This is an optimization exercise on Yosys and OpenROAD, whose aim is small area, a short achievable clock period and few clock cycles per item, not a production implementation. Function was checked by simulation only, so behaviour that the tests miss may differ from the original.

==> flow/design.v (excerpt) <==
module sv_force_lane (
    input  wire        clk,
    input  wire        rst,           
    input  wire        start,         
    input  wire        first,         
    output reg         ready,
    output reg         done,
    input  wire        vel_valid,
    input  wire [19:0] v_cmd,
    input  wire [19:0] v_act,
    input  wire [19:0] aff,
    input  wire [19:0] inj_f,
    input  wire [19:0] k_m,
    input  wire        obs_en,
    input  wire [3:0]  bq_en,
    input  wire [3:0]  ash,
    input  wire [19:0] flim_pos,
    input  wire [19:0] flim_neg,
    input  wire [19:0] kvp_m,
    input  wire [4:0]  kvp_sh,
    input  wire [19:0] kvi_m,
    input  wire [4:0]  kvi_sh,
    input  wire [19:0] kaw_m,
    input  wire [4:0]  kaw_sh,
    input  wire [19:0] km_m,
    input  wire [4:0]  km_sh,
    input  wire [19:0] kob_m,
    input  wire [4:0]  kob_sh,
    input  wire [19:0] koc_m,
    input  wire [4:0]  koc_sh,
    input  wire [19:0] kaf_m,
    input  wire [4:0]  kaf_sh,
    input  wire [19:0] foff,
    input  wire [79:0] bq_b0,
    input  wire [79:0] bq_b1,
    input  wire [79:0] bq_b2,
    input  wire [79:0] bq_a1,
    input  wire [79:0] bq_a2,
    output reg  [19:0] f_out,
    output reg  [19:0] f_sum,
    output reg  [19:0] u_out,
    output reg  [19:0] y_bq,
    output reg  [19:0] d_hat,
    output reg  [39:0] i_vel,
    output reg  [11:0] flags          
);
clock: 30.0 ns
lec_check: 0
abc_area: 1
cap_margin: 20
core_margin: 2
core_utilization: 40
cts_cluster_diameter: 120
cts_cluster_size: 20
place_density: 0.6
slew_margin: 20
standard.sh (not shown) runs the stock make flow with config.mk's settings and CLKGATE_MAP_FILE= SYNTH_SCRIPT=/design/flow/synth_recipe.tcl, a recipe that flattens the netlist after the stock synthesis.
==> flow/flow/run.sh <==
#!/bin/bash
# The standard layout flow (standard.sh: standard synthesis, floorplan, placement, CTS,
# routing) with two changes in how the layout is made:
#  - the buffers the flow puts on every input and output port are the smallest plain buffer
#    cell rather than the cell buffer_ports picks by default;
#  - ORFS's repair_timing aims for 22.6 ns of setup slack at the design's 30 ns clock (the
#    constraints are unchanged), so it sizes the logic for a ~7.4 ns cycle.
# make's full output goes to standard_flow.log; each tool's own log is under orfs/logs/.
set -euo pipefail
export BUFFER_PORTS_ARGS="-buffer_cell sky130_fd_sc_hd__buf_1"
export SETUP_SLACK_MARGIN=22.6
bash standard.sh > standard_flow.log 2>&1
Testbench counts at the start, summed over its fixed seeds: cycles 177,286, items 8,000.
==> next run, changes <==
--- a/flow/design.v
+++ b/flow/design.v
@@ -898,17 +898,16 @@
     reg [2:0]  f_base, f_wb, f_lo;
     reg [3:0]  pc_n;
     reg [1:0]  bk_n;
     reg [2:0]  bs_n;
     reg [2:0]  nb;
     wire [3:0] after_f1 = foffnz_q ? P_F2 : obs_q ? P_F3 : injnz_q ? P_F4 : P_END;
     wire [3:0] after_f2 = obs_q ? P_F3 : injnz_q ? P_F4 : P_END;
     wire [3:0] after_f3 = injnz_q ? P_F4 : P_END;
-    wire [19:0] dhat_f   = (bq_en == 4'd0 && !foffnz_q) ? rs_q : d_hat;
     always @* begin
         f_v = 1'b0; f_neg = 1'b0; f_tf = 1'b0;
         f_a = 20'd0; f_b = 21'd0; f_sh = 5'd1;
         f_base = B_ACC; f_wb = W_NONE; f_lo = 3'd0;
         pc_n = pc; bk_n = bk; bs_n = bs; nb = 3'd4;
         if (!busy) begin
             f_v = vnz_in; f_a = k_m; f_b = {1'b0, v_act[19] ? flim_neg : flim_pos};
             f_sh = 5'd0; f_base = B_ZERO; f_wb = W_CAP;
@@ -964,17 +963,17 @@
                     if (after_f1 == P_END) f_wb = W_FS;
                 end
                 P_F2: begin   
                     f_v = 1'b1; f_a = 20'h40000; f_b = {foff[19], foff}; f_sh = 5'd1;
                     pc_n = after_f2;
                     if (after_f2 == P_END) f_wb = W_FS;
                 end
                 P_F3: begin   
-                    f_v = 1'b1; f_a = koc_m; f_b = {dhat_f[19], dhat_f}; f_sh = koc_sh;
+                    f_v = 1'b1; f_a = koc_m; f_b = {d_hat[19], d_hat}; f_sh = koc_sh;
                     f_neg = 1'b1; pc_n = after_f3;
                     if (after_f3 == P_END) f_wb = W_FS;
                 end
                 P_F4: begin   
                     f_v = 1'b1; f_a = 20'h40000; f_b = {inj_f[19], inj_f}; f_sh = 5'd1;
                     f_wb = W_FS; pc_n = P_END;
                 end
                 default: ;
- The changed run ran to the end with no violations
- clock skew is higher by 16 ps
- critical path depth is higher by 2
- wire length is lower by roughly a tenth
- final cell count goes down slightly
- hold slack is better by 4.2 ps
- area after synthesis is about the same
- first-iteration DRC count went up by a few percent
- worst setup slack gets worse by 300 ps
- fmax went down by a few percent
- sequential share of layout area is higher by 0.13 points
Testbench counts after the change, summed over its fixed seeds: cycles 177,286, items 8,000.


== oak ==
Another version of the RTL of sv_force_lane (not shown whole).
Size: about 6800 cells after synthesis, about 640 flip-flops, ~900 I/O pins, about 0.051 mm^2 of cells after synthesis.
// sv_force_lane
module sv_force_lane (
    input  wire        clk,
    input  wire        rst,           
    input  wire        start,         
    input  wire        first,         
    output reg         ready,
    output reg         done,
    input  wire        vel_valid,
    input  wire [19:0] v_cmd,
    input  wire [19:0] v_act,
    input  wire [19:0] aff,
    input  wire [19:0] inj_f,
    input  wire [19:0] k_m,
    input  wire        obs_en,
    input  wire [3:0]  bq_en,
    input  wire [3:0]  ash,
    input  wire [19:0] flim_pos,
    input  wire [19:0] flim_neg,
    input  wire [19:0] kvp_m,
    input  wire [4:0]  kvp_sh,
    input  wire [19:0] kvi_m,
    input  wire [4:0]  kvi_sh,
    input  wire [19:0] kaw_m,
    input  wire [4:0]  kaw_sh,
    input  wire [19:0] km_m,
    input  wire [4:0]  km_sh,
    input  wire [19:0] kob_m,
    input  wire [4:0]  kob_sh,
    input  wire [19:0] koc_m,
    input  wire [4:0]  koc_sh,
    input  wire [19:0] kaf_m,
    input  wire [4:0]  kaf_sh,
    input  wire [19:0] foff,
    input  wire [79:0] bq_b0,
    input  wire [79:0] bq_b1,
    input  wire [79:0] bq_b2,
    input  wire [79:0] bq_a1,
    input  wire [79:0] bq_a2,
    output reg  [19:0] f_out,
    output reg  [19:0] f_sum,
    output reg  [19:0] u_out,
    output reg  [19:0] y_bq,
    output reg  [19:0] d_hat,
    output reg  [39:0] i_vel,
    output reg  [11:0] flags          
);
export LEC_CHECK = 0
export ABC_AREA = 1
export CAP_MARGIN = 20
export CORE_MARGIN = 2
export CORE_UTILIZATION = 40
export CTS_CLUSTER_DIAMETER = 120
export CTS_CLUSTER_SIZE = 20
export PLACE_DENSITY = 0.6
export SLEW_MARGIN = 20
create_clock -name core_clock -period 30.0 [get_ports {clk}]
Scripts as last shown in full above: flow/flow/run.sh
The flow did not stop early for oak: all stages ran, and the layout cleared the timing, DRC and antenna checks.
Testbench counts of oak, summed over its fixed seeds: cycles 177,286, items 8,000.
Input changes introduced in pine (baseline for comparison: oak):
--- a/flow/design.v
+++ b/flow/design.v
@@ -981,31 +981,31 @@
     wire st_d1  = busy && (pc == P_D1);
     wire st_d2  = busy && (pc == P_D2);
     wire st_u1  = busy && (pc == P_U1);
     wire st_bq  = busy && (pc == P_BQ);
     wire st_f1  = busy && (pc == P_F1);
     wire st_f2  = busy && (pc == P_F2);
     wire st_f3  = busy && (pc == P_F3);
     wire st_f4  = busy && (pc == P_F4);
     wire [19:0] f_a = ({20{!busy}} & k_m) | ({20{st_r1}} & km_m) | ({20{st_i1}} & kvi_m) |
                       ({20{st_i2}} & kaw_m) | ({20{st_d1 | st_d2}} & kob_m) | ({20{st_u1}} & kvp_m) |
                       ({20{st_f1}} & kaf_m) | ({20{st_f3}} & koc_m) |
                       ({20{st_f2 | st_f4}} & 20'h40000) | ({20{st_bq}} & coef_k);
-    wire [19:0] f_b20 = ({20{!busy && !v_act[19]}} & flim_pos) | ({20{!busy && v_act[19]}} & flim_neg) |
-                        ({20{st_r1}} & a_est) | ({20{st_i1 | st_u1}} & ev_q) |
+    wire [19:0] f_b20 = ({20{st_r1}} & a_est) | ({20{st_i1 | st_u1}} & ev_q) |
                         ({20{st_d1 | (st_bq && bs == 3'd2)}} & rs_q) | ({20{st_d2}} & d_hat) |
                         ({20{st_f3}} & dhat_f) | ({20{st_f1}} & aff) | ({20{st_f2}} & foff) |
                         ({20{st_f4}} & inj_f) | ({20{st_bq && bs != 3'd2}} & st_k) |
                         ({20{st_i2}} & w[19:0]);
-    wire [20:0] f_b   = {st_i2 ? w[20] : (busy & f_b20[19]), f_b20};
+    wire [19:0] flim_sel = v_act[19] ? flim_neg : flim_pos;
+    wire [20:0] f_b   = busy ? {st_i2 ? w[20] : f_b20[19], f_b20} : {1'b0, flim_sel};
     wire [4:0]  f_sh  = ({5{st_r1}} & km_sh) | ({5{st_i1}} & kvi_sh) | ({5{st_i2}} & kaw_sh) |
                         ({5{st_d1 | st_d2}} & kob_sh) | ({5{st_u1}} & kvp_sh) |
                         ({5{st_f1}} & kaf_sh) | ({5{st_f3}} & koc_sh) |
                         {4'd0, st_bq | st_f2 | st_f4};
     reg [47:0] a_base_v;
     always @* begin
         case (a_base)
             B_ZERO:   a_base_v = 48'd0;
             B_IVEL:   a_base_v = {{8{i_vel[39]}}, i_vel};
             B_FOUT2:  a_base_v = {{8{f_out2[19]}}, f_out2, 20'd0};
             B_DHAT:   a_base_v = {{8{d_hat[19]}}, d_hat, 20'd0};
             B_CLAMPI: a_base_v = {{8{i_clmp[39]}}, i_clmp};
==> run notes <==
oak → pine: global-route usage fell 1.3 points; required time at the worst-slack endpoint rose 6530 ps.
pine: setup slack is 56 ps lower than what oak reported.
pine reports its capturing instance or port of the critical path as op_a[15] while oak reports flags[3].
Post-DP HPWL (pine over oak): decrease, 9.1 mm
The detailed-routing iteration count for the pre-antenna-repair pass number comes out higher for oak vs pine.
Testbench counts of pine, summed over its fixed seeds: cycles 177,286, items 8,000.

==> afterwards: timing with drivers on the ports <==
The flow's constraints put no driver on any port. The routed layouts listed below were extracted and timed again, unchanged, in two steps.
Step 1 (the two cells are an assumption about what drives the block):
set clk [get_ports {clk}]
set_driving_cell -lib_cell sky130_fd_sc_hd__clkbuf_16 $clk
set_driving_cell -lib_cell sky130_fd_sc_hd__buf_2 [delete_from_list [all_inputs] $clk]
Step 2 times the ports against the registers' clock, not the clock port: input delays grow and output delays shrink by t, the midpoint of the rising clock arrivals with the driver on.
Three values: no drivers, after step 1, after step 2; two values: the first two.
run	t (ns)	slack for setup (ns)	worst setup path after step 2	worst register clock-pin slew, ns
the first run of note 1	0.742	22.485 / 22.495 / 21.801	input to register	0.10 / 0.10
the second run of note 1	0.740	22.186 / 22.237 / 21.497	input to register	0.11 / 0.11
oak	0.748	22.609 / 22.525 / 21.940	input to register	0.10 / 0.10
pine	0.744	22.553 / 22.527 / 21.856	input to register	0.10 / 0.10
After both steps every run listed still meets setup and hold. For pine, which loses most, drivers alone change the setup slack by -0.026 ns; drivers and shift together by -0.697 ns.
